From an optimization exercise on the open Yosys and OpenROAD flow, aimed at small area, a short achievable clock period and few clock cycles; shortcuts taken in it are not production practice.
In this exercise RTL edits were held to simulation tests only and were not proved equivalent to the original.
Power is estimated from default activity; no workload was simulated.

==> flow/design.v <==
module canopy_fec_rx (
    input  wire         clk,
    input  wire         rst,         
    input  wire         start,
    input  wire [30:0]  seed,
    input  wire         in_valid,
    output wire         in_ready,
    input  wire [13:0]  in_trits,
    output reg          out_valid,
    input  wire         out_ready,
    output reg  [9:0]   out_sym,
    output reg          out_era,     
    output reg          out_last,    
    output wire [159:0] out_synd,    
    output reg  [9:0]   out_nera     
);
    wire clr = rst | start;
    reg [13:0] ir_t;
    reg        ir_v;
    reg        rdy;
    assign in_ready = rdy;
    wire       ir_free;              
    always @(posedge clk) begin
        if (ir_free)
            ir_t <= in_trits;
        ir_v <= ~clr & (in_valid | ~rdy);
    end
    wire dc_1 = ir_t[0] ^ ir_t[2] ^ ir_t[4];
    wire dc_2 = (ir_t[0] & ir_t[2]) | (ir_t[0] & ir_t[4]) | (ir_t[2] & ir_t[4]);
    wire dc_3 = ir_t[6] ^ ir_t[8] ^ ir_t[10];
    wire dc_4 = (ir_t[6] & ir_t[8]) | (ir_t[6] & ir_t[10]) | (ir_t[8] & ir_t[10]);
    wire dc_5 = ir_t[1] ^ (ir_t[2] | ir_t[3]) ^ ir_t[5];
    wire dc_6 = (ir_t[1] & (ir_t[2] | ir_t[3])) | (ir_t[1] & ir_t[5]) | ((ir_t[2] | ir_t[3]) & ir_t[5]);
    wire dc_7 = (ir_t[6] | ir_t[7]) ^ ir_t[9] ^ (ir_t[10] | ir_t[11]);
    wire dc_8 = ((ir_t[6] | ir_t[7]) & ir_t[9]) | ((ir_t[6] | ir_t[7]) & (ir_t[10] | ir_t[11])) | (ir_t[9] & (ir_t[10] | ir_t[11]));
    wire dc_9 = ir_t[3] ^ ir_t[7] ^ ir_t[11];
    wire dc_10 = (ir_t[3] & ir_t[7]) | (ir_t[3] & ir_t[11]) | (ir_t[7] & ir_t[11]);
    wire dc_11 = ir_t[4] ^ ir_t[6] ^ ir_t[12];
    wire dc_12 = (ir_t[4] & ir_t[6]) | (ir_t[4] & ir_t[12]) | (ir_t[6] & ir_t[12]);
    wire dc_13 = ir_t[5] ^ (ir_t[6] | ir_t[7]) ^ ir_t[8];
    wire dc_14 = (ir_t[5] & (ir_t[6] | ir_t[7])) | (ir_t[5] & ir_t[8]) | ((ir_t[6] | ir_t[7]) & ir_t[8]);
    wire dc_15 = ir_t[7] ^ ir_t[9] ^ (ir_t[10] | ir_t[11]);
    wire dc_16 = (ir_t[7] & ir_t[9]) | (ir_t[7] & (ir_t[10] | ir_t[11])) | (ir_t[9] & (ir_t[10] | ir_t[11]));
    wire dc_17 = ir_t[8] ^ (ir_t[10] | ir_t[11]) ^ ir_t[12];
    wire dc_18 = (ir_t[8] & (ir_t[10] | ir_t[11])) | (ir_t[8] & ir_t[12]) | ((ir_t[10] | ir_t[11]) & ir_t[12]);
    wire dc_19 = ir_t[9] ^ (ir_t[10] | ir_t[11]) ^ (ir_t[12] | ir_t[13]);
    wire dc_20 = (ir_t[9] & (ir_t[10] | ir_t[11])) | (ir_t[9] & (ir_t[12] | ir_t[13])) | ((ir_t[10] | ir_t[11]) & (ir_t[12] | ir_t[13]));
    wire dc_21 = dc_1 ^ dc_3 ^ ir_t[12];
    wire dc_22 = (dc_1 & dc_3) | (dc_1 & ir_t[12]) | (dc_3 & ir_t[12]);
    wire dc_23 = dc_2 ^ dc_4 ^ dc_5;
    wire dc_24 = (dc_2 & dc_4) | (dc_2 & dc_5) | (dc_4 & dc_5);
    wire dc_25 = dc_6 ^ dc_8 ^ dc_9;
    wire dc_26 = (dc_6 & dc_8) | (dc_6 & dc_9) | (dc_8 & dc_9);
    wire dc_27 = dc_12 ^ dc_13 ^ ir_t[10];
    wire dc_28 = (dc_12 & dc_13) | (dc_12 & ir_t[10]) | (dc_13 & ir_t[10]);
    wire dc_29 = dc_14 ^ dc_15 ^ ir_t[13];
    wire dc_30 = (dc_14 & dc_15) | (dc_14 & ir_t[13]) | (dc_15 & ir_t[13]);
    wire dc_31 = dc_20 ^ ir_t[11] ^ ir_t[13];
    wire dc_32 = (dc_20 & ir_t[11]) | (dc_20 & ir_t[13]) | (ir_t[11] & ir_t[13]);
    wire dc_33 = dc_22 ^ dc_23 ^ dc_7;
    wire dc_34 = (dc_22 & dc_23) | (dc_22 & dc_7) | (dc_23 & dc_7);
    wire dc_35 = dc_26 ^ dc_10 ^ dc_11;
    wire dc_36 = (dc_26 & dc_10) | (dc_26 & dc_11) | (dc_10 & dc_11);
    wire dc_37 = dc_30 ^ dc_16 ^ dc_17;
    wire dc_38 = (dc_30 & dc_16) | (dc_30 & dc_17) | (dc_16 & dc_17);
    wire dc_39 = dc_34 ^ dc_24 ^ dc_25;
    wire dc_40 = (dc_34 & dc_24) | (dc_34 & dc_25) | (dc_24 & dc_25);
    wire dc_41 = dc_36 ^ dc_27 ^ (ir_t[12] | ir_t[13]);
    wire dc_42 = (dc_36 & dc_27) | (dc_36 & (ir_t[12] | ir_t[13])) | (dc_27 & (ir_t[12] | ir_t[13]));
    wire dc_43 = dc_38 ^ dc_18 ^ dc_19;
    wire dc_44 = (dc_38 & dc_18) | (dc_38 & dc_19) | (dc_18 & dc_19);
    wire dc_45 = dc_42 ^ dc_28 ^ dc_29;
    wire dc_46 = (dc_42 & dc_28) | (dc_42 & dc_29) | (dc_28 & dc_29);
    wire [11:0] dc_ra = {1'b0, ir_t[13], dc_32, dc_44, dc_43, dc_46, dc_45, dc_41, dc_40, dc_39, dc_33, dc_21};
    wire [11:0] dc_rb = {1'b0, 1'b0, ir_t[12], dc_31, 1'b0, dc_37, 1'b0, 1'b0, dc_35, 1'b0, ir_t[13], 1'b0};
    wire [11:0] gval = dc_ra + dc_rb;
    wire        g_era  = gval[11];
    wire [10:0] g_bits = g_era ? 11'd0 : gval[10:0];
    reg  [30:0] scr;
    reg  [30:0] scr_next;
    reg  [10:0] key;
    integer b;
    always @(*) begin
        scr_next = scr;
        for (b = 10; b >= 0; b = b - 1) begin
            key[b]   = scr_next[30] ^ scr_next[27];
            scr_next = {scr_next[29:0], key[b]};
        end
    end
    reg [10:0] qd [0:2];
    reg [2:0]  qe;
    reg [2:0]  wp, rp;           
    reg [1:0]  n;                
    reg [3:0]  o;
    wire mv   = ir_v & (n != 2'd3);
    assign ir_free = ~ir_v | (n != 2'd3);
    wire have = n[1] | (n[0] & (o[3:1] == 3'd0));
    wire pop  = have & (~out_valid | out_ready);
    wire drop = pop & (o != 4'd0);
    wire [1:0] n_nx = n + {1'b0, mv} - {1'b0, drop};
    always @(posedge clk) begin
        if (start)
            scr <= seed;
        else if (mv)
            scr <= scr_next;
    end
    integer i;
    always @(posedge clk) begin
        for (i = 0; i < 3; i = i + 1)
            if (mv & wp[i]) begin
                qd[i] <= g_bits ^ key;
                qe[i] <= g_era;
            end
    end
    always @(posedge clk) begin
        if (clr) begin
            n   <= 2'd0;
            o   <= 4'd0;
            wp  <= 3'b001;
            rp  <= 3'b001;
            rdy <= 1'b1;
        end else begin
            n   <= n_nx;
            if (pop)
                o <= (o == 4'd0) ? 4'd10 : o - 4'd1;
            if (mv)
                wp <= {wp[1:0], wp[2]};
            if (drop)
                rp <= {rp[1:0], rp[2]};
            rdy <= ~(in_valid | ~rdy) | (n_nx != 2'd3);
        end
    end
    wire [10:0] qa = ({11{rp[0]}} & qd[0]) | ({11{rp[1]}} & qd[1]) | ({11{rp[2]}} & qd[2]);
    wire [10:0] qb = ({11{rp[2]}} & qd[0]) | ({11{rp[0]}} & qd[1]) | ({11{rp[1]}} & qd[2]);
    wire        ea = |(rp & qe);
    wire        eb = |({rp[1:0], rp[2]} & qe);
    wire [21:0] win    = {qa, qb};
    wire [21:0] win_sh = win << o;
    wire [9:0]  sym     = win_sh[21:12];
    wire        sym_era = ea | (eb & (o >= 4'd2));
    function [9:0] gf_mul(input [9:0] a, input [9:0] c);
        integer k;
        reg [9:0] acc;
        reg [9:0] sh;
        begin
            acc = 10'd0;
            sh  = a;
            for (k = 0; k < 10; k = k + 1) begin
                if (c[k])
                    acc = acc ^ sh;
                sh = {sh[8:0], 1'b0} ^ (sh[9] ? 10'h009 : 10'h000);
            end
            gf_mul = acc;
        end
    endfunction
    function [9:0] alpha_pow(input integer jj);
        integer k;
        reg [9:0] p;
        begin
            p = 10'd1;
            for (k = 0; k < jj; k = k + 1)
                p = gf_mul(p, 10'd2);
            alpha_pow = p;
        end
    endfunction
    localparam [9:0] POS0 = 10'h3ff;
    localparam [9:0] POSL = 10'h15b;
    reg  [9:0] pos;
    wire       is_last = (pos == POSL);
    reg        first;                
    reg [9:0] synd [0:15];
    integer j;
    always @(posedge clk) begin
        if (clr) begin
            pos       <= POS0;
            out_valid <= 1'b0;
            out_last  <= 1'b0;
            first     <= 1'b1;
        end else if (pop) begin
            out_valid <= 1'b1;
            out_last  <= is_last;
            first     <= is_last;
            pos       <= is_last ? POS0 : {pos[8:0], pos[9] ^ pos[6]};
        end else if (out_ready) begin
            out_valid <= 1'b0;
        end
    end
    always @(posedge clk) begin
        if (pop) begin
            out_sym  <= sym;
            out_era  <= sym_era;
            out_nera <= (first ? 10'd0 : out_nera) + {9'd0, sym_era};
            for (j = 0; j < 16; j = j + 1)
                synd[j] <= (first ? 10'd0 : gf_mul(synd[j], alpha_pow(j))) ^ sym;
        end
    end
    genvar g;
    generate
        for (g = 0; g < 16; g = g + 1) begin : g_synd
            assign out_synd[10*g +: 10] = synd[g];
        end
    endgenerate
endmodule
==> flow/config.mk <==
export PLATFORM = sky130hd
export DESIGN_NAME = canopy_fec_rx
export DESIGN_NICKNAME = canopy_fec_rx
export VERILOG_FILES = /design/flow/design.v
export SDC_FILE = /design/flow/constraint.sdc
export NUM_CORES = 4
export LEC_CHECK = 0
export CAP_MARGIN = 20
export CORE_MARGIN = 2
export CORE_UTILIZATION = 55
export SLEW_MARGIN = 20
==> flow/constraint.sdc <==
create_clock -name core_clock -period 13.0 [get_ports {clk}]
set_input_delay 2.6000 -clock core_clock [delete_from_list [all_inputs] [get_ports {clk}]]
set_output_delay 2.6000 -clock core_clock [all_outputs]
set_load 0.01 [all_outputs]
standard.sh (not shown) runs the stock make flow with config.mk's settings and CLKGATE_MAP_FILE= SYNTH_SCRIPT=/design/flow/synth_recipe.tcl, a recipe that flattens the netlist after the stock synthesis.
==> flow/flow/run.sh <==
#!/bin/bash
set -euo pipefail
bash standard.sh "BUFFER_PORTS_ARGS=-buffer_cell sky130_fd_sc_hd__buf_1" SETUP_SLACK_MARGIN=9 finish > standard_flow.log 2>&1
The first run produced a clean layout.
Testbench counts at the start, summed over its fixed seeds: cycles 52,248.
Next try:
==> flow/flow/run.sh (replaced) <==
#!/bin/bash
# The standard ORFS layout (the standard.sh: standard synthesis, floorplan,
# placement, CTS, routing), with two changes:
#  - the ports get plain sky130 buf_1 buffers instead of the delay cell that
#    buffer_ports picks by default (every port still gets its buffer);
#  - the resizer's repair_timing aims for 9 ns of setup slack instead of 0, so it
#    also works on paths that already meet the 13 ns clock.
# The SDC (clock period, I/O delays, loads) is the standard flow's, unchanged.
set -euo pipefail
bash standard.sh "BUFFER_PORTS_ARGS=-buffer_cell sky130_fd_sc_hd__buf_1" SETUP_SLACK_MARGIN=9 finish > standard_flow.log 2>&1
Settings changed: CORE_UTILIZATION 55 to 40.
Effect: The new run completed with no timing, DRC or antenna violations; wire length is higher by a few percent; hold slack is better by 0.0079 ns; non-clock buffer count is lower by 3; power is lower slightly; global-route usage is lower by 6.1 points; register-to-register slack stays flat.
Next try:
==> flow/flow/run.sh (replaced) <==
#!/bin/bash
# Standard ORFS layout, with plain buffers on the ports.
set -euo pipefail
bash standard.sh "BUFFER_PORTS_ARGS=-buffer_cell sky130_fd_sc_hd__buf_1" finish > standard_flow.log 2>&1
After rerunning: The changed run completed with no timing, DRC or antenna violations. Clock-buffer cell count went down by 2. Register-to-register slack gets worse by 0.55 ns. Wire length barely changes. Cell area went down by 1.1%. Total power went up by 0.70%. Utilization went down by 0.53 points. First-iteration DRC count went up by 20%. Via count went down by 1.0%. Area after synthesis stays the same.
Next try:
==> flow/flow/run.sh (replaced) <==
#!/bin/bash
set -euo pipefail
bash standard.sh "BUFFER_PORTS_ARGS=-buffer_cell sky130_fd_sc_hd__buf_1" SETUP_SLACK_MARGIN=9.6 finish > standard_flow.log 2>&1
Settings changed: CORE_UTILIZATION 40 to 65.
The new run passed the timing, DRC and antenna checks.
Setup slack improves by 0.82 ns.
Hold slack degrades by 0.0081 ns.
Via count went up by 22%.
Design area climbs by about 15%.
Next try:
==> flow/flow/run.sh (replaced) <==
#!/bin/bash
# Standard ORFS layout, with plain buffers on the ports and repair aiming at more slack.
set -euo pipefail
bash standard.sh "BUFFER_PORTS_ARGS=-buffer_cell sky130_fd_sc_hd__buf_1" SETUP_SLACK_MARGIN=9 finish > standard_flow.log 2>&1
Settings changed: CORE_UTILIZATION 65 to 40.
After rerunning: The changed run finished clean. Worst setup slack is worse by 0.025 ns. Synthesized cell count does not change. Design area decreases by about 12%.
Next try:
==> flow/flow/run.sh (replaced) <==
#!/bin/bash
set -euo pipefail
bash standard.sh "BUFFER_PORTS_ARGS=-buffer_cell sky130_fd_sc_hd__buf_1" SETUP_SLACK_MARGIN=9.6 finish > standard_flow.log 2>&1
After rerunning: The changed run went through all stages and came out clean. Register-to-register slack improves by 0.07 ns. Combinational power is higher by 19%. Worst hold slack barely changes. Routed wire length is higher by about 9%. Count of clock-buffer cells in the layout is lower by 3. Maximum frequency is higher by 1.7%. Non-clock buffer count is higher by 216. Power is higher by 4.2%. Worst setup slack improves by 0.066 ns.

==> port drivers added, routing unchanged <==
The flow's constraints put no driver on any port. The routed layouts listed below were extracted and timed again, unchanged, in two steps. Step 1: set_driving_cell puts a clkbuf_16 on clk and a buf_2 on each other input, an assumption about the parent block. Step 2 adds t to the input delays and takes it off the output delays; t is the mean of the earliest and latest rising clock arrival at the registers after step 1. Input paths then give back, and output paths get back, about the clock's delay inside the block. Slacks: ideal / step 1 / step 2; pairs: ideal / step 1.
| run | t (ns) | setup WS [ns] | clock arrival spread, ns | slew at the worst register clock pin (ns) | worst data-port slew with drivers (ns) |
|---|---|---|---|---|---|
| the first run | 0.554 | 9.040 / 9.040 / 8.591 | 0.016 / 0.017 | 0.06 / 0.06 | 0.05 |
| the second run | 0.569 | 9.033 / 9.033 / 8.534 | 0.011 / 0.011 | 0.06 / 0.06 | 0.04 |
| the third run | 0.581 | 8.234 / 8.265 / 7.684 | 0.013 / 0.014 | 0.06 / 0.06 | 0.04 |
| the fourth run | 0.593 | 9.058 / 9.058 / 8.781 | 0.015 / 0.015 | 0.07 / 0.07 | 0.09 |
| the fifth run | 0.569 | 9.033 / 9.033 / 8.534 | 0.011 / 0.011 | 0.06 / 0.06 | 0.04 |
| the sixth run | 0.575 | 9.099 / 9.099 / 8.819 | 0.019 / 0.019 | 0.06 / 0.06 | 0.04 |
After both steps every run listed still meets setup and hold. The setup slack of the third run, which loses most, moves by +0.031 ns with the drivers and by -0.550 ns with both steps.
